Source: an optimization exercise on an open RTL-to-GDS flow (aim: small area, a short achievable clock period and few clock cycles per item). Production flows keep margins and buffers that such runs may drop.
RTL that was checked went through simulation tests only; none was proved equivalent to the original.
Function not checked in run 3: the RTL went through the layout flow alone.

==> flow/design.v (outline; a module is shown in full before it is edited, if it fits) <==
// module loop_frame: 491 lines
// module lf_mac32: 1765 lines
// module lf_mac33: 1793 lines
// module lf_add33: 127 lines
module loop_frame (
    input  wire        clk,
    input  wire        rst,
    input  wire        cmd_valid,
    output wire        cmd_ready,
    input  wire [1:0]  cmd_op,
    input  wire [5:0]  cmd_addr,
    input  wire [31:0] cmd_data,
    input  wire [31:0] in_y,
    input  wire [31:0] in_r,
    input  wire [31:0] in_x1,
    input  wire [31:0] in_x2,
    input  wire [31:0] in_x3,
    output reg         out_valid,
    output reg  [31:0] out_value,
    output reg  [1:0]  out_lim,
    output reg  [11:0] out_flags
);
  // ...
==> flow/flow/run.sh <==
#!/bin/bash
# Layout flow: the standard ORFS flow (standard.sh), with repair_timing aimed
# at a setup slack margin so that the critical paths are sized for a short period.
# The clock period and all constraints stay the design's. Each make/tool output
# goes to its own log in this folder (ORFS also keeps its per-step logs under orfs/logs).
set -euo pipefail
MARGIN=24
bash standard.sh SYNTH_ARGS=-noabc SETUP_SLACK_MARGIN=$MARGIN MATCH_CELL_FOOTPRINT=0 synth > flow_synth.log 2>&1
bash standard.sh SETUP_SLACK_MARGIN=$MARGIN MATCH_CELL_FOOTPRINT=0 floorplan > flow_floorplan.log 2>&1
bash standard.sh SETUP_SLACK_MARGIN=$MARGIN MATCH_CELL_FOOTPRINT=0 place > flow_place.log 2>&1
bash standard.sh SETUP_SLACK_MARGIN=$MARGIN MATCH_CELL_FOOTPRINT=0 cts > flow_cts.log 2>&1
bash standard.sh SETUP_SLACK_MARGIN=$MARGIN MATCH_CELL_FOOTPRINT=0 route > flow_route.log 2>&1
bash standard.sh SETUP_SLACK_MARGIN=$MARGIN MATCH_CELL_FOOTPRINT=0 finish > flow_finish.log 2>&1
==> flow/standard.sh <==
#!/bin/bash
# synth_recipe.tcl (not shown) runs the flow's synth.tcl, then flattens the netlist and writes it again
# the make line also repeats each setting of config.mk as NAME=value (left out here)
make -C /OpenROAD-flow-scripts/flow DESIGN_CONFIG=/design/flow/config.mk WORK_HOME=/design/flow/orfs CLKGATE_MAP_FILE= SYNTH_SCRIPT=/design/flow/synth_recipe.tcl "${@:-finish}"
==> flow/config.mk <==
export PLATFORM = sky130hd
export DESIGN_NAME = loop_frame
export DESIGN_NICKNAME = loop_frame
export VERILOG_FILES = /design/flow/design.v
export SDC_FILE = /design/flow/constraint.sdc
export NUM_CORES = 8
export LEC_CHECK = 0
export ABC_AREA = 1
export CAP_MARGIN = 20
export CORE_MARGIN = 2
export CORE_UTILIZATION = 40
export PLACE_DENSITY = 0.7
export SLEW_MARGIN = 20
export TNS_END_PERCENT = 0
==> flow/constraint.sdc <==
create_clock -name core_clock -period 32.0 [get_ports {clk}]
set_input_delay 6.4000 -clock core_clock [delete_from_list [all_inputs] [get_ports {clk}]]
set_output_delay 6.4000 -clock core_clock [all_outputs]
set_load 0.01 [all_outputs]
==> out/metrics.cfg, run 1 <==
[layout]
multi_input_cells=23490
multi_input_area_share=0.6339
seq_cells=2660
register_area_um2=60200
layout_common_cells=5,231 x nand2_1, 3,090 x inv_1, 3,041 x xor2_1
stdcell_count=40070

[sta]
finalCritPeriodShare=0.2690
clock_skew_ps=136.7

[routing]
drt-initial-drc-count=37610
first_pass_iters=12
routed_wl_um=1217000

[synth]
yosys.area_share.xor_xnor=0.1151
synth_fp_nets=35890

[worst_setup_path]
critPathBufInv=7
crit_path_start=xq0[31]
max_stage_delay_ps=520
cp_num_cells=29
reg2regPathDepth=29
arrival_ps=9380

[grt]
grt_pass1_wl_um=1693000
grtUsageTotal=0.3496
grt_pass1_vias=240500
antenna_found_initial=161
grt_max_degree=112

[placement]
place_area_um2=272600

[clocking]
postCtsSetupRepairBufs=109

[floorplanning]
ios=251

[run_status]
status=complete, no violations

Testbench counts, summed over its fixed seeds: cycles 9,704, frames 1,600.
==> inputs of run 2 (changes only) <==
--- a/flow/flow/run.sh
+++ b/flow/flow/run.sh
@@ -9,5 +9,5 @@
 bash standard.sh SETUP_SLACK_MARGIN=$MARGIN MATCH_CELL_FOOTPRINT=0 floorplan > flow_floorplan.log 2>&1
 bash standard.sh SETUP_SLACK_MARGIN=$MARGIN MATCH_CELL_FOOTPRINT=0 place > flow_place.log 2>&1
 bash standard.sh SETUP_SLACK_MARGIN=$MARGIN MATCH_CELL_FOOTPRINT=0 cts > flow_cts.log 2>&1
-bash standard.sh SETUP_SLACK_MARGIN=$MARGIN MATCH_CELL_FOOTPRINT=0 route > flow_route.log 2>&1
+bash standard.sh SETUP_SLACK_MARGIN=$MARGIN MATCH_CELL_FOOTPRINT=0 MAX_REPAIR_ANTENNAS_ITER_DRT=10 route > flow_route.log 2>&1
 bash standard.sh SETUP_SLACK_MARGIN=$MARGIN MATCH_CELL_FOOTPRINT=0 finish > flow_finish.log 2>&1
--- a/flow/config.mk
+++ b/flow/config.mk
@@ -10,5 +10,5 @@
 export CORE_MARGIN = 2
 export CORE_UTILIZATION = 40
 export PLACE_DENSITY = 0.7
-export SLEW_MARGIN = 20
-export TNS_END_PERCENT = 0
+export SLEW_MARGIN = 30
+export TNS_END_PERCENT = 5
==> run 2 against run 1 <==
Effect of this change:
- still clean
- clock skew rose by 14 ps
- sequential share of layout area fell by 0.62 points
- die area did not move
- synthesized cell count did not move
- worst hold slack got worse by 35 ps
- non-clock buffer count rose by 421
- critical path depth fell by 28
- register-to-register slack improved by 120 ps
- wire length rose by 2.8%
- critical path type is now flip-flop to primary output
- critical endpoint is now out_value[9]
- highest routed layer unchanged
==> out/metrics.cfg, run 2 <==
[synth]
mappedNetlistArea_um2=260500
ys_ff_latch=2660
synthCells=31490
synth_edf_count=677
synthTopCellsByCount=5,430 x nand2_1, 3,170 x inv_1, 3,148 x xor2_1
synthTopCellsByArea=fa_1 20%, dfxtp_1 15%, xor2_1 11%
netlist.area_leader.share=0.2000
postSynth.asyncResetShare=0
synth_most_common_cell=nand2_1
ys_warn_count=1
ys_types=77
synth-main-ff-cell=dfxtp_1
yosysTopAreaCell=fa_1
synth_fp_nets=35890  ; unchanged
synth_seq_area_share=0.2304
avgSynthCellArea_um2=8.272

[clocking]
cts_root_buf=clkbuf_16
cts_made_buffers=311
clkTransAtPathRegs_ps=70
clk_latency_ps=1080
cts_tree=yes
htreeDepth=5
cts_buffer_depth=4
clock-sinks=2660
hold_buffers=0

[sta]
worst_slew_pin_slew_ps=1308
grt_setup_unrepaired=yes
whs_ps=256.7
max_slew_margin=0.1238
min_period_ps=8484
setup_viol_count_final=0
tns_ps=0
maxSlewViolCount=0
finalCritPeriodShare=0.2651  ; -0.003819
finalHoldViolations=0
clock_skew_ps=150.7  ; +13.98 ps
fmaxAchievable_mhz=117.9

[layout]
final_common_cell=nand2_1
finalNetCount=35800
layout_common_cells=5,103 x nand2_1, 3,053 x inv_1, 2,974 x xor2_1
area_growth_pct=16.94
drive_above_1_share=0.1329
fillers=60920
stdcell_count=40460  ; +0.98%
stdcell_area_um2=304600

[worst_setup_path]
cp.required_ps=25600
cp_top_family=buffers and inverters
crit_path_cell_trace=clkdlybuf4s50_1
crit_path_max_fanout=2
max_stage_delay_ps=580  ; +60 ps
cp-start-kind=flip-flop
cp_slowest_cell=clkdlybuf4s50_1
cp-end-kind=primary output
critical_path_class=flip-flop to primary output
arrival_ps=2080  ; -7300 ps
critPathBufInv=1  ; -6

[routing]
vias=255300
drc_errors=0
wl_per_cell_um=30.93
ant_nets=0
first_pass_iters=13  ; +1
via_per_inst=6.311
drt-initial-drc-count=39080  ; +3.9%
routed_wl_um=1251000  ; +2.8%

[grt]
antenna_found_initial=142  ; -12%
grt_pass1_vias=243900  ; +1.4%
grt_pass1_wl_um=1723000  ; +1.7%
busiest_layer=met2
overflow=0
met1_usage=0.4102
grt_max_degree=112  ; unchanged
grt_use_met3=0.1503
grtUsageTotal=0.3566  ; +0.006976
met2_usage=0.5093

[run]
drv_cap=0

[placement]
port_buffers=250
place.gp.congestion=1.087
place_area_um2=272600  ; about the same
detailed_place_hpwl_um=866400
dp.cells=38970

[floorplanning]
die_area_um2=657700
rows=296
ios=251  ; unchanged
die_y_um=811.0
start_util=0.4013
die_w_um=811.0
coreArea_um2=649200

[run_status]
status=complete, no violations

[worst_hold_path]
worstHoldPathType=flip-flop to flip-flop

-- run 2: cell counts after synthesis --
No cell type changed its count.
-- run 2: through the flow --
stage / setup WS [ps] / util
after floorplan: 24210 / -
after global placement: 20570 / 0.4198
after detailed placement: 20660 / 0.4199
final: 23520 / 0.4692
after CTS: 23550 / 0.4537
after global routing: 23450 / 0.4688
-- run 2: final timing paths --
check,startpoint,endpoint,slack [ps],cells after the start
worst min register to register,ring1[44],ring1[12],260,0
worst min-delay path,ring1[44],ring1[12],260,0
worst max-delay path,out_value[9],out_value[9],23520,1
worst max register to register,ring0[25],xq1[14],23520,35
-- run 2: cell families (layout without fill, tap and decap cells) --
logic type      after synthesis  after routing  share of synthesized area
simple gates               8556           8569                     0.1356
compound gates             7286           7289                     0.1634
buf+inv                    5357           5509                    0.07817
fa+ha+maj                  4192           4192                     0.2763
xor+xnor                   3419           3419                     0.1151
flops                      2660           2660                     0.2304
mux                          22             22                  0.0009510
other cells                   0            160                          0
-- run 2: final cells by class --
class	count	area [um2]	area share
Tap cell	8642	10810	0.03550
Clock buffer	412	8831	0.02899
Clock inverter	158	1718	0.005639
Timing Repair Buffer	1639	18760	0.06159
Multi-Input combinational cell	23490	191000	0.6272
Antenna cell	160	400.4	0.001314
Timing Repair inverter	6	63.81	0.0002095
Sequential cell	2660	60300	0.1980
Inverter	3294	12690	0.04164
-- run 2: repair_timing --
item                       in CTS  in global routing
resized for setup            1796               1280
pin swaps                     325                546
buffers inserted              309                304
gates cloned                   94                 55
setup endpoints to repair     995                905
-- run 2: per-layer routing --
metal	vias up	part of all wire
li1	104700	-
met2	21580	0.40
met5	-	0.00071
met4	68	0.11
met3	6541	0.15
met1	122500	0.34
==> module loop_frame, before the edit <==
module loop_frame (
    input  wire        clk,
    input  wire        rst,
    input  wire        cmd_valid,
    output wire        cmd_ready,
    input  wire [1:0]  cmd_op,
    input  wire [5:0]  cmd_addr,
    input  wire [31:0] cmd_data,
    input  wire [31:0] in_y,
    input  wire [31:0] in_r,
    input  wire [31:0] in_x1,
    input  wire [31:0] in_x2,
    input  wire [31:0] in_x3,
    output reg         out_valid,
    output reg  [31:0] out_value,
    output reg  [1:0]  out_lim,
    output reg  [11:0] out_flags
);
    localparam [31:0] SMAX = 32'h7fffffff;
    localparam [31:0] SMIN = 32'h80000000;
    localparam [31:0] ONE  = 32'h01000000;
    localparam F_SHAPE = 0, F_ERROR = 1, F_PID = 2, F_INTEG = 3, F_BQ0 = 4,
               F_BQ1 = 5, F_BQ2 = 6, F_BQ3 = 7, F_FF = 8, F_CLAMP = 9,
               F_RATE = 10, F_PSAT = 11;
    function [31:0] sat33;
        input [32:0] x;
        begin
            if (x[32] != x[31]) sat33 = x[32] ? SMIN : SMAX;
            else sat33 = x[31:0];
        end
    endfunction
    function ov33;
        input [32:0] x;
        begin
            ov33 = (x[32] != x[31]);
        end
    endfunction
    function [31:0] sat34;
        input [33:0] x;
        begin
            if (x[33] & ~(&x[32:31])) sat34 = SMIN;
            else if (~x[33] & (|x[32:31])) sat34 = SMAX;
            else sat34 = x[31:0];
        end
    endfunction
    function ov34;
        input [33:0] x;
        begin
            ov34 = (x[33] & ~(&x[32:31])) | (~x[33] & (|x[32:31]));
        end
    endfunction
    function [32:0] sx33;
        input [31:0] v;
        begin
            sx33 = {v[31], v};
        end
    endfunction
    function [33:0] sx34;
        input [31:0] v;
        begin
            sx34 = {{2{v[31]}}, v};
        end
    endfunction
    function [64:0] mrow;
        input        ai;
        input [64:0] acc;
        input [31:0] add;
        begin
            mrow = ai ? acc : {9'd0, ~add[31], add[30:0], 1'b0, 23'h7fffff};
        end
    endfunction
    reg  [5:0] sl;
    wire [5:0] sl_n = {sl[4:0], sl[5]};
    reg        init;
    reg        rdy;
    reg        cv_q, acc_q, rst_q;
    reg  [1:0] op_q;
    reg  [5:0] ad_q;
    assign cmd_ready = rdy;
    wire acc_cmd   = rdy;
    wire acc_frame = acc_cmd & (op_q != 2'd3);
    wire acc_wr    = acc_cmd & (op_q == 2'd3);
    reg       vA, vB, vC;
    reg [1:0] opA, opB, opC;
    wire nA = vA & (opA == 2'd0), pA = vA & (opA == 2'd1), wA = nA | pA;
    wire nB = vB & (opB == 2'd0), pB = vB & (opB == 2'd1), wB = nB | pB;
    wire nC = vC & (opC == 2'd0), pC = vC & (opC == 2'd1), wC = nC | pC;
    wire vA_n = sl[0] ? acc_frame : vA;
    wire vB_n = sl[0] ? vA : vB;
    wire vC_n = sl[0] ? vB : (vC & ~sl[1]);
    wire pB_n = sl[0] ? pA : pB;
    reg       rg_v;
    reg [1:0] rg_u;      
    reg [5:0] rg_s;
    always @(*) begin
        rg_v = 1'b1; rg_u = 2'd0; rg_s = 6'd0;
        case (ad_q)
            6'd0:  begin rg_u = 2'd0; rg_s = 6'b000100; end    
            6'd2:  begin rg_u = 2'd0; rg_s = 6'b100000; end    
            6'd3:  begin rg_u = 2'd1; rg_s = 6'b100000; end    
            6'd4:  begin rg_u = 2'd2; rg_s = 6'b100000; end    
            6'd16: begin rg_u = 2'd0; rg_s = 6'b000010; end    
            6'd17: begin rg_u = 2'd1; rg_s = 6'b000010; end    
            6'd18: begin rg_u = 2'd1; rg_s = 6'b010000; end    
            6'd19: begin rg_u = 2'd1; rg_s = 6'b001000; end    
            6'd20: begin rg_u = 2'd1; rg_s = 6'b000001; end    
            6'd21: begin rg_u = 2'd1; rg_s = 6'b000100; end    
            6'd22: begin rg_u = 2'd2; rg_s = 6'b000100; end    
            6'd23: begin rg_u = 2'd3; rg_s = 6'b000100; end    
            6'd24: begin rg_u = 2'd2; rg_s = 6'b001000; end    
            6'd25: begin rg_u = 2'd3; rg_s = 6'b001000; end    
            6'd26: begin rg_u = 2'd0; rg_s = 6'b001000; end    
            6'd27: begin rg_u = 2'd0; rg_s = 6'b010000; end    
            6'd28: begin rg_u = 2'd2; rg_s = 6'b000001; end    
            6'd29: begin rg_u = 2'd0; rg_s = 6'b000001; end    
            6'd30: begin rg_u = 2'd2; rg_s = 6'b000010; end    
            6'd31: begin rg_u = 2'd2; rg_s = 6'b010000; end    
            6'd32: begin rg_u = 2'd3; rg_s = 6'b010000; end    
            6'd33: begin rg_u = 2'd3; rg_s = 6'b000001; end    
            6'd34: begin rg_u = 2'd3; rg_s = 6'b100000; end    
            6'd35: begin rg_u = 2'd3; rg_s = 6'b000010; end    
            default: rg_v = 1'b0;
        endcase
    end
    wire wr_plain  = (ad_q == 6'd1) | (ad_q == 6'd5) | (ad_q == 6'd6) | (ad_q == 6'd7) |
                     (ad_q == 6'd8) | (ad_q == 6'd9) | (ad_q == 6'd10) | (ad_q == 6'd11) |
                     (ad_q == 6'd12) | (ad_q == 6'd13) | (ad_q == 6'd62);
    wire busy_n = vA_n | vB_n | vC_n;
    wire init_n = init & ~sl[5];
    wire wr_ok  = rg_v ? (~busy_n & (|(sl_n & rg_s))) :
                  wr_plain ? ~busy_n : 1'b1;
    wire cmd_ok = (op_q != 2'd3) ? sl_n[0] : wr_ok;
    always @(posedge clk) begin
        if (rst) begin
            sl   <= 6'b000001;
            init <= 1'b1;
            rdy  <= 1'b0;
            cv_q <= 1'b0;
            acc_q <= 1'b0;
            rst_q <= 1'b1;
            vA   <= 1'b0;
            vB   <= 1'b0;
            vC   <= 1'b0;
            opA  <= 2'd0;
            opB  <= 2'd0;
            opC  <= 2'd0;
        end else begin
            sl   <= sl_n;
            init <= init_n;
            rdy  <= cv_q & ~acc_q & ~rst_q & ~acc_cmd & ~init_n & cmd_ok;
            cv_q <= cmd_valid;
            acc_q <= acc_cmd;
            rst_q <= 1'b0;
            vC   <= vC_n;
            if (sl[0]) begin
                vB  <= vA;
                opC <= opB;
                opB <= opA;
                vA  <= acc_frame;
                opA <= op_q;
            end
        end
    end
    always @(posedge clk) begin
        op_q <= cmd_op;
        ad_q <= cmd_addr;
    end
    reg [191:0] ring0, ring1, ring2, ring4;
    wire [31:0] c0 = ring0[31:0], c1 = ring1[31:0], c2 = ring2[31:0], c4 = ring4[31:0];
    wire wr_r0 = acc_wr & rg_v & (rg_u == 2'd0);
    wire wr_r1 = acc_wr & rg_v & (rg_u == 2'd1);
    wire wr_r2 = acc_wr & rg_v & (rg_u == 2'd2);
    wire wr_r4 = acc_wr & rg_v & (rg_u == 2'd3);
    wire [31:0] def0 = (sl[1] | sl[2] | sl[3]) ? ONE : 32'd0;
    wire [31:0] def1 = sl[2] ? ONE : 32'd0;
    wire [31:0] def2 = sl[4] ? ONE : 32'd0;
    always @(posedge clk) begin
        ring0 <= {wr_r0 ? cmd_data : (init ? def0 : c0), ring0[191:32]};
        ring1 <= {wr_r1 ? cmd_data : (init ? def1 : c1), ring1[191:32]};
        ring2 <= {wr_r2 ? cmd_data : (init ? def2 : c2), ring2[191:32]};
        ring4 <= {wr_r4 ? cmd_data : (init ? 32'd0 : c4), ring4[191:32]};
    end
    reg [31:0] p_dr, p_bias, p_k1, p_k2, p_k3, p_omin, p_omax, p_du, p_ostart;
    reg        p_rev;
    always @(posedge clk) begin
        if (rst_q) begin
            p_dr     <= SMAX;
            p_bias   <= 32'd0;
            p_k1     <= 32'd0;
            p_k2     <= 32'd0;
            p_k3     <= 32'd0;
            p_omin   <= SMIN;
            p_omax   <= SMAX;
            p_du     <= SMAX;
            p_ostart <= 32'd0;
            p_rev    <= 1'b0;
        end else if (acc_wr) begin
            case (ad_q)
                6'd1:  p_dr     <= cmd_data;
                6'd5:  p_bias   <= cmd_data;
                6'd6:  p_k1     <= cmd_data;
                6'd7:  p_k2     <= cmd_data;
                6'd8:  p_k3     <= cmd_data;
                6'd9:  p_omin   <= cmd_data;
                6'd10: p_omax   <= cmd_data;
                6'd11: p_du     <= cmd_data;
                6'd12: p_ostart <= cmd_data;
                6'd13: p_rev    <= cmd_data[0];
                default: ;
            endcase
        end
    end
    reg [31:0] r_q, y_q, x1_q, x2_q, x3_q, t_q;
    reg [31:0] p_q, gi_q, d_q, f_q, u_q;
    reg [31:0] b0_q, b1_q, b2_q, b3_q;
    reg [64:0] acc0, acc1, acc2, acc3, acc4;
    reg [11:0] flA, flB;
    reg [31:0] st_rs, st_eprev, st_i;
    reg [31:0] s1_0, s1_1, s1_2, s1_3, s2_0, s2_1, s2_2, s2_3;
    reg        st_fz;
    reg       g0, i0, t0, a0s11, a0s12, a0s22, a0u;
    reg       g1, i1, t1, a1s20, a1s11, a1u;
    reg       g2, i2, t2, a2s21, a2s13, a2u;
    reg       i3, t3, a3b, y3k1, y3k2, x3x1, x3x2;
    reg       g4, i4, t4, a4s23;
    always @(posedge clk) begin
        i0    <= sl_n[0];
        g0    <= sl_n[0] | ((sl_n[1] | sl_n[3]) & pB_n);
        t0    <= sl_n[4];
        a0s11 <= sl_n[1] & ~pB_n;
        a0s12 <= sl_n[3] & ~pB_n;
        a0u   <= (sl_n[1] | sl_n[3]) & pB_n;
        a0s22 <= sl_n[4];
        i1    <= sl_n[0] | sl_n[3];
        g1    <= sl_n[0] | sl_n[3] | (sl_n[2] & pB_n);
        t1    <= sl_n[1] | sl_n[4];
        a1s20 <= sl_n[1];
        a1s11 <= sl_n[2] & ~pB_n;
        a1u   <= sl_n[2] & pB_n;
        i2    <= sl_n[1] | sl_n[3];
        g2    <= sl_n[1] | sl_n[3] | (sl_n[4] & pB_n);
        t2    <= sl_n[0] | sl_n[2];
        a2s21 <= sl_n[2];
        a2s13 <= sl_n[4] & ~pB_n;
        a2u   <= sl_n[4] & pB_n;
        i3    <= sl_n[2] | sl_n[5];
        t3    <= sl_n[1] | sl_n[2];
        a3b   <= sl_n[1];
        y3k1  <= sl_n[1];
        y3k2  <= sl_n[2];
        x3x1  <= sl_n[1];
        x3x2  <= sl_n[2];
        i4    <= sl_n[1] | sl_n[3] | sl_n[5];
        g4    <= sl_n[1] | sl_n[3] | sl_n[5];
        t4    <= sl_n[0] | sl_n[2] | sl_n[4];
        a4s23 <= sl_n[4];
    end
    reg  [31:0] xq0, xq1, xq4;
    reg  [32:0] xq2;
    wire [31:0] ad0 = ({32{a0s11}} & s1_0) | ({32{a0s12}} & s1_2) | ({32{a0s22}} & s2_2) | ({32{a0u}} & u_q);
    wire [31:0] ad1 = ({32{a1s20}} & s2_0) | ({32{a1s11}} & s1_1) | ({32{a1u}} & u_q);
    wire [31:0] ad2 = ({32{a2s21}} & s2_1) | ({32{a2s13}} & s1_3) | ({32{a2u}} & u_q);
    wire [31:0] ad3 = {32{a3b}} & p_bias;
    wire [31:0] ad4 = {32{a4s23}} & s2_3;
    wire [31:0] xu3 = x3x1 ? x1_q : (x3x2 ? x2_q : x3_q);
    wire [31:0] c3  = y3k1 ? p_k1 : (y3k2 ? p_k2 : p_k3);
    wire [64:0] z0, z1, z2, z3, z4;
    wire [31:0] r0, r1, r2, r3, r4;
    wire        s0, s1, s2, s3, s4;
    lf_mac32 u0 (.x(xq0), .y(c0), .neg(g0), .row(mrow(i0, acc0, ad0)), .st(t0), .z(z0), .r(r0), .s(s0));
    lf_mac32 u1 (.x(xq1), .y(c1), .neg(g1), .row(mrow(i1, acc1, ad1)), .st(t1), .z(z1), .r(r1), .s(s1));
    lf_mac33 u2 (.x(xq2), .y(c2), .neg(g2), .row(mrow(i2, acc2, ad2)), .st(t2), .z(z2), .r(r2), .s(s2));
    lf_mac32 u3 (.x(xu3), .y(c3), .neg(1'b0), .row(mrow(i3, acc3, ad3)), .st(t3), .z(z3), .r(r3), .s(s3));
    lf_mac32 u4 (.x(xq4), .y(c4), .neg(g4), .row(mrow(i4, acc4, ad4)), .st(t4), .z(z4), .r(r4), .s(s4));
    wire [32:0] dr_full;
    lf_add33 a_dr (.a(sx33(r_q)), .b(~sx33(st_rs)), .ci(1'b1), .s(dr_full));
    wire [31:0] dr_new   = sat33(dr_full);
    wire [31:0] step_q   = p_q;
    wire [32:0] st_pl    = sx33(step_q) + sx33(p_dr);
    wire [32:0] st_mi    = sx33(p_dr) - sx33(step_q);
    wire        sel_dr   = p_dr[31] | st_mi[32];
    wire        sel_nd   = ~p_dr[31] & st_pl[32];
    wire [31:0] step_c   = sel_dr ? p_dr : (sel_nd ? ~p_dr : step_q);
    wire [32:0] rs_full;
    lf_add33 a_rs (.a(sx33(st_rs)), .b(sx33(step_c)), .ci(sel_nd), .s(rs_full));
    wire [31:0] e_pa     = p_rev ? y_q : st_rs;
    wire [31:0] e_pb     = p_rev ? st_rs : y_q;
    wire [32:0] e_full   = sx33(e_pa) - sx33(e_pb);
    wire [31:0] e_new    = sat33(e_full);
    wire [32:0] ed_new   = sx33(e_new) - sx33(st_eprev);
    wire        gi_pos   = ~gi_q[31] & (|gi_q[30:0]);
    wire        i_cond   = ~((out_lim == 2'b01) & gi_pos) & ~((out_lim == 2'b11) & gi_q[31]);
    wire [32:0] i_full   = sx33(st_i) + sx33(gi_q);
    wire [31:0] i_new    = i_cond ? sat33(i_full) : st_i;
    wire [32:0] pd       = sx33(p_q) + sx33(d_q);
    wire [33:0] u_full   = {pd[32], pd} + sx34(i_new);
    wire [32:0] pu_full  = sx33(t_q) - sx33(f_q);
    wire [31:0] pu       = sat33(pu_full);
    wire [33:0] pi_full  = sx34(pu) - {pd[32], pd};
    wire [31:0] u_new    = pA ? pu : sat34(u_full);
    reg  [32:0] h1_q, l1_q;
    reg  [31:0] bmin_q, prev_q;
    wire [32:0] lo_q, hi_q;
    lf_add33 a_lo (.a(sx33(prev_q)), .b(~sx33(p_du)), .ci(1'b1), .s(lo_q));
    lf_add33 a_hi (.a(sx33(prev_q)), .b(sx33(p_du)), .ci(1'b0), .s(hi_q));
    always @(posedge clk) begin
        if (sl[0] & pA) prev_q <= t_q;
        if (sl[1] & ~pB) prev_q <= out_value;
        bmin_q <= ($signed(p_omin) < $signed(p_omax)) ? p_omin : p_omax;
        h1_q <= ($signed(sx33(p_omax)) < $signed(hi_q)) ? sx33(p_omax) : hi_q;
        l1_q <= ($signed(lo_q) > $signed(sx33(bmin_q))) ?
                    (($signed(lo_q) < $signed(hi_q)) ? lo_q : hi_q) :
                    (($signed(sx33(bmin_q)) < $signed(hi_q)) ? sx33(bmin_q) : hi_q);
    end
    wire [32:0] v_full;
    lf_add33 a_v (.a(sx33(pB ? u_q : b3_q)), .b(sx33(f_q)), .ci(1'b0), .s(v_full));
    wire [31:0] v_sat    = sat33(v_full);
    wire [32:0] hh       = ($signed(h1_q) > $signed(l1_q)) ? h1_q : l1_q;
    wire        v_gt_hh  = $signed(sx33(v_sat)) > $signed(hh);
    wire        v_lt_l1  = $signed(sx33(v_sat)) < $signed(l1_q);
    wire [1:0]  lim_new  = v_gt_hh ? 2'b01 : (v_lt_l1 ? 2'b11 : 2'b00);
    wire [32:0] w_rt     = v_lt_l1 ? l1_q : (v_gt_hh ? hh : sx33(v_sat));
    wire        v_gt_mx  = $signed(v_sat) > $signed(p_omax);
    wire        v_lt_bm  = $signed(v_sat) < $signed(bmin_q);
    wire [31:0] o_val    = v_gt_mx ? p_omax : (v_lt_bm ? bmin_q : v_sat);
    reg  [31:0] o_q;
    reg  [32:0] wrt_q;
    reg         ovo_q;
    always @(posedge clk) begin
        if (sl[5]) begin
            o_q   <= o_val;
            wrt_q <= w_rt;
            ovo_q <= v_gt_mx | v_lt_bm;
        end
    end
    wire        w_gt_mx  = $signed(wrt_q) > $signed(sx33(p_omax));
    wire        w_lt_bm  = $signed(wrt_q) < $signed(sx33(bmin_q));
    wire [31:0] w_fin    = w_gt_mx ? p_omax : (w_lt_bm ? bmin_q : wrt_q[31:0]);
    wire        f_clamp  = ovo_q | w_gt_mx | w_lt_bm;
    wire        f_rate   = (wrt_q != sx33(o_q));
    wire lreset = acc_wr & (ad_q == 6'd62);
    always @(posedge clk) begin
        if (sl[0]) begin
            r_q  <= in_r;
            y_q  <= in_y;
            x1_q <= in_x1;
            x2_q <= in_x2;
            x3_q <= in_x3;
            t_q  <= cmd_data;
        end
        p_q    <= r0;
        gi_q   <= r1;
        d_q    <= st_fz ? 32'd0 : r2;
        if (sl[5]) f_q <= r3;
        if (sl[0]) u_q <= u_new;
        if (sl[1]) b0_q <= r0;
        if (sl[2]) b1_q <= r1;
        if (sl[3]) b2_q <= r0;
        if (sl[4]) b3_q <= r2;
        if (t0) acc0 <= z0;
        if (t1) acc1 <= z1;
        acc2 <= z2;
        if (t3) acc3 <= z3;
        acc4 <= z4;
        case (1'b1)
            sl[0]: begin
                xq0 <= u_new;                    
                xq1 <= u_new;                    
                xq2 <= sx33(pB ? u_q : b2_q);    
                xq4 <= pB ? u_q : b3_q;          
            end
            sl[1]: begin
                xq0 <= dr_new;                   
                xq1 <= pB ? u_q : r0;            
                xq2 <= sx33(r0);                 
                xq4 <= pB ? u_q : r0;            
            end
            sl[2]: begin
                xq0 <= pB ? u_q : r1;            
                xq1 <= b0_q;                     
                xq2 <= sx33(r1);                 
                xq4 <= pB ? u_q : r1;            
            end
            sl[3]: begin
                xq0 <= b1_q;                     
                xq1 <= u_q;                      
                xq2 <= sx33(pB ? u_q : r0);      
                xq4 <= r0;                       
            end
            sl[4]: begin
                xq0 <= e_new;                    
                xq1 <= e_new;                    
                xq2 <= ed_new;                   
                xq4 <= r2;                       
            end
            default: begin
                xq0 <= b2_q;                     
                xq1 <= pB ? u_q : b0_q;          
                xq2 <= sx33(pB ? u_q : b1_q);    
                xq4 <= pB ? u_q : b2_q;          
            end
        endcase
    end
    always @(posedge clk) begin
        if (rst_q) begin
            st_rs <= 32'd0; st_eprev <= 32'd0; st_i <= 32'd0; st_fz <= 1'b0;
            s1_0 <= 32'd0; s1_1 <= 32'd0; s1_2 <= 32'd0; s1_3 <= 32'd0;
            s2_0 <= 32'd0; s2_1 <= 32'd0; s2_2 <= 32'd0; s2_3 <= 32'd0;
            out_value <= 32'd0; out_lim <= 2'd0;
        end else if (lreset) begin
            st_rs <= cmd_data; st_eprev <= 32'd0; st_i <= 32'd0;
            s1_0 <= 32'd0; s1_1 <= 32'd0; s1_2 <= 32'd0; s1_3 <= 32'd0;
            s2_0 <= 32'd0; s2_1 <= 32'd0; s2_2 <= 32'd0; s2_3 <= 32'd0;
            out_value <= p_ostart; out_lim <= 2'd0;
        end else begin
            if (sl[3] & vA) st_rs <= sat33(rs_full);
            if (sl[5] & vA) st_fz <= (opA == 2'd2);
            if (sl[5] & wA) st_eprev <= xq0;
            if (sl[0] & nA) st_i <= i_new;
            if (sl[0] & pA) st_i <= sat34(pi_full);
            if (sl[1] & pB) s1_0 <= r0;
            if (sl[3] & nB) s1_0 <= r1;
            if (sl[0] & wB) s2_0 <= r1;
            if (sl[2] & pB) s1_1 <= r1;
            if (sl[3] & nB) s1_1 <= r2;
            if (sl[3] & wB) s2_1 <= r4;
            if (sl[3] & pB) s1_2 <= r0;
            if (sl[0] & nB) s1_2 <= r0;
            if (sl[1] & wC) s2_2 <= r2;
            if (sl[4] & pB) s1_3 <= r2;
            if (sl[5] & nB) s1_3 <= r4;
            if (sl[1] & wC) s2_3 <= r4;
            if (sl[5] & wB) out_lim <= lim_new;
            if (sl[0] & wB) out_value <= w_fin;
        end
    end
    always @(posedge clk) begin
        if (rst) begin
            out_valid <= 1'b0;
            out_flags <= 12'd0;
            flA <= 12'd0;
            flB <= 12'd0;
        end else begin
            out_valid <= sl[1] & vC;
            if (sl[0]) begin
                out_flags <= flB
                           | ((nB & s0) ? (12'd1 << F_BQ2) : 12'd0)
                           | ((wB & s1) ? (12'd1 << F_BQ0) : 12'd0)
                           | ((wB & f_clamp) ? (12'd1 << F_CLAMP) : 12'd0)
                           | ((wB & f_rate) ? (12'd1 << F_RATE) : 12'd0);
                flB <= flA
                     | ((nA & i_cond & ov33(i_full)) ? (12'd1 << F_INTEG) : 12'd0)
                     | ((nA & ov34(u_full)) ? (12'd1 << F_PID) : 12'd0)
                     | ((pA & (ov33(pu_full) | ov34(pi_full))) ? (12'd1 << F_PSAT) : 12'd0);
                flA <= 12'd0;
            end else begin
                case (1'b1)
                    sl[1]: begin
                        if (vA & ov33(dr_full)) flA[F_SHAPE] <= 1'b1;
                        if (wB & s0) flB[F_BQ0] <= 1'b1;
                        if (wC & s2) out_flags[F_BQ2] <= 1'b1;
                        if (wC & s4) out_flags[F_BQ3] <= 1'b1;
                    end
                    sl[2]: begin
                        if (vA & s0) flA[F_SHAPE] <= 1'b1;
                        if (wB & s1) flB[F_BQ1] <= 1'b1;
                    end
                    sl[3]: begin
                        if (vA & ov33(rs_full)) flA[F_SHAPE] <= 1'b1;
                        if (wB & s0) flB[F_BQ2] <= 1'b1;
                        if (nB & s1) flB[F_BQ0] <= 1'b1;
                        if (nB & s2) flB[F_BQ1] <= 1'b1;
                        if (wB & s4) flB[F_BQ1] <= 1'b1;
                    end
                    sl[4]: begin
                        if (wA & ov33(e_full)) flA[F_ERROR] <= 1'b1;
                        if (wB & s2) flB[F_BQ3] <= 1'b1;
                    end
                    sl[5]: begin
                        if (wA & (s0 | (s2 & ~st_fz))) flA[F_PID] <= 1'b1;
                        if (nA & s1) flA[F_INTEG] <= 1'b1;
                        if (wA & s3) flA[F_FF] <= 1'b1;
                        if (nB & s4) flB[F_BQ3] <= 1'b1;
                        if (wB & ov33(v_full)) flB[F_FF] <= 1'b1;
                    end
                    default: ;
                endcase
            end
        end
    end
endmodule
==> inputs of run 3 (changes only) <==
--- a/flow/design.v
+++ b/flow/design.v
@@ -210,50 +210,52 @@
             endcase
         end
     end
-    reg [31:0] r_q, y_q, x1_q, x2_q, x3_q, t_q;
+    reg [31:0] r_q, y_q, x2_q, x3_q, t_q;
     reg [31:0] p_q, gi_q, d_q, f_q, u_q;
     reg [31:0] b0_q, b1_q, b2_q, b3_q;
     reg [64:0] acc0, acc1, acc2, acc3, acc4;
     reg [11:0] flA, flB;
     reg [31:0] st_rs, st_eprev, st_i;
     reg [31:0] s1_0, s1_1, s1_2, s1_3, s2_0, s2_1, s2_2, s2_3;
+    reg [7:0]  zf;
+    wire [7:0] zw;       
+    wire       zclr;
+    wire [7:0] zf_n = zclr ? 8'hff : (zf & ~zw);
     reg        st_fz;
     reg       g0, i0, t0, a0s11, a0s12, a0s22, a0u;
     reg       g1, i1, t1, a1s20, a1s11, a1u;
     reg       g2, i2, t2, a2s21, a2s13, a2u;
-    reg       i3, t3, a3b, y3k1, y3k2, x3x1, x3x2;
+    reg       i3, t3, a3b, y3k1, y3k2;
     reg       g4, i4, t4, a4s23;
     always @(posedge clk) begin
         i0    <= sl_n[0];
         g0    <= sl_n[0] | ((sl_n[1] | sl_n[3]) & pB_n);
         t0    <= sl_n[4];
-        a0s11 <= sl_n[1] & ~pB_n;
-        a0s12 <= sl_n[3] & ~pB_n;
+        a0s11 <= sl_n[1] & ~pB_n & ~zf_n[0];
+        a0s12 <= sl_n[3] & ~pB_n & ~zf_n[2];
         a0u   <= (sl_n[1] | sl_n[3]) & pB_n;
-        a0s22 <= sl_n[4];
+        a0s22 <= sl_n[4] & ~zf_n[6];
         i1    <= sl_n[0] | sl_n[3];
         g1    <= sl_n[0] | sl_n[3] | (sl_n[2] & pB_n);
         t1    <= sl_n[1] | sl_n[4];
-        a1s20 <= sl_n[1];
-        a1s11 <= sl_n[2] & ~pB_n;
+        a1s20 <= sl_n[1] & ~zf_n[4];
+        a1s11 <= sl_n[2] & ~pB_n & ~zf_n[1];
         a1u   <= sl_n[2] & pB_n;
         i2    <= sl_n[1] | sl_n[3];
         g2    <= sl_n[1] | sl_n[3] | (sl_n[4] & pB_n);
         t2    <= sl_n[0] | sl_n[2];
-        a2s21 <= sl_n[2];
-        a2s13 <= sl_n[4] & ~pB_n;
+        a2s21 <= sl_n[2] & ~zf_n[5];
+        a2s13 <= sl_n[4] & ~pB_n & ~zf_n[3];
         a2u   <= sl_n[4] & pB_n;
         i3    <= sl_n[2] | sl_n[5];
         t3    <= sl_n[1] | sl_n[2];
         a3b   <= sl_n[1];
         y3k1  <= sl_n[1];
         y3k2  <= sl_n[2];
-        x3x1  <= sl_n[1];
-        x3x2  <= sl_n[2];
         i4    <= sl_n[1] | sl_n[3] | sl_n[5];
         g4    <= sl_n[1] | sl_n[3] | sl_n[5];
         t4    <= sl_n[0] | sl_n[2] | sl_n[4];
-        a4s23 <= sl_n[4];
+        a4s23 <= sl_n[4] & ~zf_n[7];
     end
     reg  [31:0] xq0, xq1, xq4;
     reg  [32:0] xq2;
@@ -262,7 +264,7 @@
     wire [31:0] ad2 = ({32{a2s21}} & s2_1) | ({32{a2s13}} & s1_3) | ({32{a2u}} & u_q);
     wire [31:0] ad3 = {32{a3b}} & p_bias;
     wire [31:0] ad4 = {32{a4s23}} & s2_3;
-    wire [31:0] xu3 = x3x1 ? x1_q : (x3x2 ? x2_q : x3_q);
+    reg  [31:0] xq3;     
     wire [31:0] c3  = y3k1 ? p_k1 : (y3k2 ? p_k2 : p_k3);
     wire [64:0] z0, z1, z2, z3, z4;
     wire [31:0] r0, r1, r2, r3, r4;
@@ -270,7 +272,7 @@
     lf_mac32 u0 (.x(xq0), .y(c0), .neg(g0), .row(mrow(i0, acc0, ad0)), .st(t0), .z(z0), .r(r0), .s(s0));
     lf_mac32 u1 (.x(xq1), .y(c1), .neg(g1), .row(mrow(i1, acc1, ad1)), .st(t1), .z(z1), .r(r1), .s(s1));
     lf_mac33 u2 (.x(xq2), .y(c2), .neg(g2), .row(mrow(i2, acc2, ad2)), .st(t2), .z(z2), .r(r2), .s(s2));
-    lf_mac32 u3 (.x(xu3), .y(c3), .neg(1'b0), .row(mrow(i3, acc3, ad3)), .st(t3), .z(z3), .r(r3), .s(s3));
+    lf_mac32 u3 (.x(xq3), .y(c3), .neg(1'b0), .row(mrow(i3, acc3, ad3)), .st(t3), .z(z3), .r(r3), .s(s3));
     lf_mac32 u4 (.x(xq4), .y(c4), .neg(g4), .row(mrow(i4, acc4, ad4)), .st(t4), .z(z4), .r(r4), .s(s4));
     wire [32:0] dr_full;
     lf_add33 a_dr (.a(sx33(r_q)), .b(~sx33(st_rs)), .ci(1'b1), .s(dr_full));
@@ -312,8 +314,7 @@
                     (($signed(lo_q) < $signed(hi_q)) ? lo_q : hi_q) :
                     (($signed(sx33(bmin_q)) < $signed(hi_q)) ? sx33(bmin_q) : hi_q);
     end
-    wire [32:0] v_full;
-    lf_add33 a_v (.a(sx33(pB ? u_q : b3_q)), .b(sx33(f_q)), .ci(1'b0), .s(v_full));
+    wire [32:0] v_full   = sx33(pB ? u_q : b3_q) + sx33(f_q);
     wire [31:0] v_sat    = sat33(v_full);
     wire [32:0] hh       = ($signed(h1_q) > $signed(l1_q)) ? h1_q : l1_q;
     wire        v_gt_hh  = $signed(sx33(v_sat)) > $signed(hh);
@@ -343,11 +344,13 @@
         if (sl[0]) begin
             r_q  <= in_r;
             y_q  <= in_y;
-            x1_q <= in_x1;
             x2_q <= in_x2;
             x3_q <= in_x3;
             t_q  <= cmd_data;
         end
+        if (sl[0]) xq3 <= in_x1;
+        if (sl[1]) xq3 <= x2_q;
+        if (sl[4]) xq3 <= x3_q;
         p_q    <= r0;
         gi_q   <= r1;
         d_q    <= st_fz ? 32'd0 : r2;
@@ -404,13 +407,9 @@
     always @(posedge clk) begin
         if (rst_q) begin
             st_rs <= 32'd0; st_eprev <= 32'd0; st_i <= 32'd0; st_fz <= 1'b0;
-            s1_0 <= 32'd0; s1_1 <= 32'd0; s1_2 <= 32'd0; s1_3 <= 32'd0;
-            s2_0 <= 32'd0; s2_1 <= 32'd0; s2_2 <= 32'd0; s2_3 <= 32'd0;
             out_value <= 32'd0; out_lim <= 2'd0;
         end else if (lreset) begin
             st_rs <= cmd_data; st_eprev <= 32'd0; st_i <= 32'd0;
-            s1_0 <= 32'd0; s1_1 <= 32'd0; s1_2 <= 32'd0; s1_3 <= 32'd0;
-            s2_0 <= 32'd0; s2_1 <= 32'd0; s2_2 <= 32'd0; s2_3 <= 32'd0;
             out_value <= p_ostart; out_lim <= 2'd0;
         end else begin
             if (sl[3] & vA) st_rs <= sat33(rs_full);
@@ -418,22 +417,34 @@
             if (sl[5] & wA) st_eprev <= xq0;
             if (sl[0] & nA) st_i <= i_new;
             if (sl[0] & pA) st_i <= sat34(pi_full);
-            if (sl[1] & pB) s1_0 <= r0;
-            if (sl[3] & nB) s1_0 <= r1;
-            if (sl[0] & wB) s2_0 <= r1;
-            if (sl[2] & pB) s1_1 <= r1;
-            if (sl[3] & nB) s1_1 <= r2;
-            if (sl[3] & wB) s2_1 <= r4;
-            if (sl[3] & pB) s1_2 <= r0;
-            if (sl[0] & nB) s1_2 <= r0;
-            if (sl[1] & wC) s2_2 <= r2;
-            if (sl[4] & pB) s1_3 <= r2;
-            if (sl[5] & nB) s1_3 <= r4;
-            if (sl[1] & wC) s2_3 <= r4;
             if (sl[5] & wB) out_lim <= lim_new;
             if (sl[0] & wB) out_value <= w_fin;
         end
     end
+    assign zw[0] = (sl[1] & pB) | (sl[3] & nB);
+    assign zw[1] = (sl[2] & pB) | (sl[3] & nB);
+    assign zw[2] = (sl[3] & pB) | (sl[0] & nB);
+    assign zw[3] = (sl[4] & pB) | (sl[5] & nB);
+    assign zw[4] = sl[0] & wB;
+    assign zw[5] = sl[3] & wB;
+    assign zw[6] = sl[1] & wC;
+    assign zw[7] = sl[1] & wC;
+    assign zclr  = rst_q | lreset;
+    always @(posedge clk) begin
+        zf <= zf_n;
+        if (sl[1] & pB) s1_0 <= r0;
+        if (sl[3] & nB) s1_0 <= r1;
+        if (zw[4]) s2_0 <= r1;
+        if (sl[2] & pB) s1_1 <= r1;
+        if (sl[3] & nB) s1_1 <= r2;
+        if (zw[5]) s2_1 <= r4;
+        if (sl[3] & pB) s1_2 <= r0;
+        if (sl[0] & nB) s1_2 <= r0;
+        if (zw[6]) s2_2 <= r2;
+        if (sl[4] & pB) s1_3 <= r2;
+        if (sl[5] & nB) s1_3 <= r4;
+        if (zw[7]) s2_3 <= r4;
+    end
     always @(posedge clk) begin
         if (rst) begin
             out_valid <= 1'b0;
--- a/flow/flow/run.sh
+++ b/flow/flow/run.sh
@@ -9,5 +9,5 @@
 bash standard.sh SETUP_SLACK_MARGIN=$MARGIN MATCH_CELL_FOOTPRINT=0 floorplan > flow_floorplan.log 2>&1
 bash standard.sh SETUP_SLACK_MARGIN=$MARGIN MATCH_CELL_FOOTPRINT=0 place > flow_place.log 2>&1
 bash standard.sh SETUP_SLACK_MARGIN=$MARGIN MATCH_CELL_FOOTPRINT=0 cts > flow_cts.log 2>&1
-bash standard.sh SETUP_SLACK_MARGIN=$MARGIN MATCH_CELL_FOOTPRINT=0 MAX_REPAIR_ANTENNAS_ITER_DRT=10 route > flow_route.log 2>&1
+bash standard.sh SETUP_SLACK_MARGIN=$MARGIN MATCH_CELL_FOOTPRINT=0 route > flow_route.log 2>&1
 bash standard.sh SETUP_SLACK_MARGIN=$MARGIN MATCH_CELL_FOOTPRINT=0 finish > flow_finish.log 2>&1
--- a/flow/config.mk
+++ b/flow/config.mk
@@ -9,6 +9,5 @@
 export CAP_MARGIN = 20
 export CORE_MARGIN = 2
 export CORE_UTILIZATION = 40
-export PLACE_DENSITY = 0.7
-export SLEW_MARGIN = 30
-export TNS_END_PERCENT = 5
+export SLEW_MARGIN = 20
+export TNS_END_PERCENT = 0
==> run 3 against run 2 <==
Effect of this change:
- still clean on timing, DRC and antenna
- setup slack worse by 180 ps
- critical path depth up 31
- first-iteration DRC count down 3.8%
- fmax down 2.1%
- cell area down 1.6%
- critical endpoint is now xq1[24]
- highest routed layer unchanged
==> out/metrics.cfg, run 3 <==
[sta]
max_slew_margin=0.09068  ; -0.03309
grt_setup_unrepaired=yes
maxSlewViolCount=0  ; unchanged
whs_ps=305.8  ; +49.09 ps
min_period_ps=8668  ; +183.6 ps
worst_slew_pin_slew_ps=1359  ; +50.72 ps
clock_skew_ps=103.8  ; -46.95 ps
fmaxAchievable_mhz=115.4  ; -2.1%
setup_viol_count_final=0  ; unchanged
tns_ps=0  ; unchanged
finalHoldViolations=0  ; unchanged
finalCritPeriodShare=0.2709  ; +0.005737

[floorplanning]
coreArea_um2=645200  ; -0.62%
die_area_um2=654100  ; -0.56%
die_y_um=808.8  ; -0.28%
ios=251  ; unchanged
start_util=0.4015  ; about the same
die_w_um=808.8  ; -0.28%
rows=295  ; -0.34%

[synth]
yosysTopAreaCell=fa_1
ys_types=80  ; +3.9%
mappedNetlistArea_um2=259100  ; -0.56%
synth_seq_area_share=0.2425  ; +0.01211
netlist.area_leader.share=0.1999  ; about the same
postSynth.asyncResetShare=0  ; unchanged
avgSynthCellArea_um2=8.479  ; +2.5%
synthTopCellsByArea=fa_1 20%, dfxtp_1 13%, edfxtp_1 11%
synth_edf_count=933  ; +38%
synthCells=30550  ; -3.0%
synth_fp_nets=34920  ; -2.7%
ys_ff_latch=2672  ; +0.45%
synthTopCellsByCount=5,327 x nand2_1, 3,191 x xor2_1, 2,985 x inv_1
synth_most_common_cell=nand2_1
ys_warn_count=1  ; unchanged
synth-main-ff-cell=dfxtp_1

[routing]
ant_nets=0  ; unchanged
via_per_inst=6.289  ; -0.34%
vias=248100  ; -2.8%
wl_per_cell_um=33.64  ; +8.8%
routed_wl_um=1327000  ; +6.0%
first_pass_iters=13  ; unchanged
drc_errors=0  ; unchanged
drt-initial-drc-count=37590  ; -3.8%

[worst_setup_path]
cp-start-kind=flip-flop
cp-end-kind=flip-flop
cp.required_ps=32620  ; +7020 ps
critical_path_class=flip-flop to flip-flop
critPathMostFrequentCell=nand2_1
arrival_ps=9290  ; +7210 ps
cp_slowest_cell=dfxtp_1
max_stage_delay_ps=820  ; +240 ps
crit_path_max_fanout=23  ; +21

[grt]
grtUsageTotal=0.3874  ; +0.03080
grt_pass1_vias=234200  ; -4.0%
overflow=0  ; unchanged
busiest_layer=met2
met2_usage=0.5371  ; +0.02782
antenna_found_initial=197  ; +39%
grt_pass1_wl_um=1817000  ; +5.5%
grt_use_met3=0.1584  ; +0.008167
grt_max_degree=136  ; +21%
met1_usage=0.4953  ; +0.08509

[placement]
place.gp.congestion=1.096  ; +0.81%
detailed_place_hpwl_um=953100  ; +10%
port_buffers=250  ; unchanged

[layout]
final_common_cell=nand2_1
final_util=0.4647  ; -0.004463
fillers=62400  ; +2.4%
finalNetCount=34730  ; -3.0%
drive_above_1_share=0.1232  ; -0.009716
area_growth_pct=15.75
layout_common_cells=4,989 x nand2_1, 3,049 x xor2_1, 2,865 x inv_1

[worst_hold_path]
worstHoldPathType=flip-flop to flip-flop

[run_status]
status=complete, no violations

[clocking]
clkTransAtPathRegs_ps=70  ; about the same
cts_buffer_depth=4  ; unchanged
cts_tree=yes
clk_latency_ps=1090  ; about the same
cts_root_buf=clkbuf_16
htreeDepth=5  ; unchanged
cts_made_buffers=320  ; +2.9%
clock-sinks=2672  ; +0.45%
hold_buffers=0  ; unchanged

[run]
drv_cap=0  ; unchanged

==> run 3: cell count changes after synthesis, sizes merged, moves of 164 or more <==
cell and change:
inv -243, nand2 -164, dfxtp -244, o21ai -241, nor2 -211, edfxtp +256
==> run 3: timing repair <==
item,CTS,global route
gates cloned,98,31
resized for setup,1831,636
pin swaps,286,336
endpoints found under the setup margin,963,892
setup buffers,317,133
hold endpoints to repair,0,0
==> run 3: layer usage <==
metal,vias to the layer above,routed length (um)
li1,102100,-
met2,19550,525400
met5,-,1908
met3,4436,194800
met1,121900,499100
met4,122,105600
==> run 3: kinds of logic (layout without fill, tap and decap cells) <==
logic type | Yosys count | after routing | share of synthesized area
AOI/OAI and AO/OA | 6986 | 6989 | 0.1584
xor gates and xnor gates | 3435 | 3435 | 0.1162
adders and majority gates | 4163 | 4163 | 0.2760
buffers and inverters | 5066 | 5111 | 0.07446
DFF | 2672 | 2672 | 0.2425
muxes | 31 | 31 | 0.001343
other | 0 | 207 | 0
and+or+nand+nor | 8199 | 8225 | 0.1310
==> run 3: worst max-delay path, delay by kind of cell, from the launching register on <==
kind            cells  cell delay, ps
compound gates      3             940
fa+ha+maj           6            2620
buf+inv             5            1120
flops               1             820
simple gates       18            2670
==> run 3: cell type report <==
| type | instances | area, um2 | area share |
|---|---|---|---|
| Antenna cell | 207 | 518.0 | 0.001728 |
| Multi-Input combinational cell | 22840 | 186500 | 0.6219 |
| Timing Repair inverter | 1 | 7.507 | 0.00002504 |
| Inverter | 3045 | 11700 | 0.03902 |
| Clock inverter | 156 | 1783 | 0.005946 |
| Tap cell | 8613 | 10780 | 0.03594 |
| Clock buffer | 430 | 9111 | 0.03039 |
| Sequential cell | 2672 | 63120 | 0.2105 |
| Timing Repair Buffer | 1479 | 16360 | 0.05457 |
==> run 3: final timing paths <==
check        startpoint  endpoint  slack [ps]  cells after the start
min reg2reg   ring0[35]  ring0[3]         310                      0
max               a0s22   xq1[24]       23330                     32
max reg2reg       a0s22   xq1[24]       23330                     32
min           ring0[35]  ring0[3]         310                      0
==> run 3: per-stage QoR <==
step | instances | worst slack [ps] | cell area, um2
after floorplan | 30550 | 24200 | 259100
after global placement | 38070 | 20720 | 271700
after detailed placement | 38070 | 20780 | 271900
after CTS | 39070 | 23680 | 294600
after global routing | 39280 | 23360 | 299400
final | 39450 | 23330 | 299800

[separate check: timing with driven ports]
In the flow no input, the clock included, has a driving cell. The finished layouts below were timed again as built, in two steps. Step 1 sets driving cells, clkbuf_16 on the clock port and buf_2 on the other inputs (assumed; they add their load-dependent delay and slew). Step 2 adds t to the input delays and takes it off the output delays; t is the mean of the earliest and latest rising clock arrival at the registers after step 1. Input paths then give back, and output paths get back, about the clock's delay inside the block. a / b / c = ideal / step 1 / step 2; a / b = the first two.
run	shift t [ns]	setup slack, ns	worst setup path at the end	latest minus earliest clock arrival (ns)	slew at the worst register clock pin (ns)
run 1	1.156	23.393 / 23.393 / 22.640	input to register	0.141 / 0.140	0.08 / 0.08
run 2	1.153	23.516 / 23.375 / 22.649	input to register	0.161 / 0.162	0.09 / 0.09
run 3	1.179	23.332 / 23.332 / 22.819	input to register	0.107 / 0.106	0.09 / 0.09
After both steps every run listed still meets setup and hold. For run 2, which loses most, drivers alone change the setup slack by -0.141 ns; drivers and shift together by -0.867 ns.
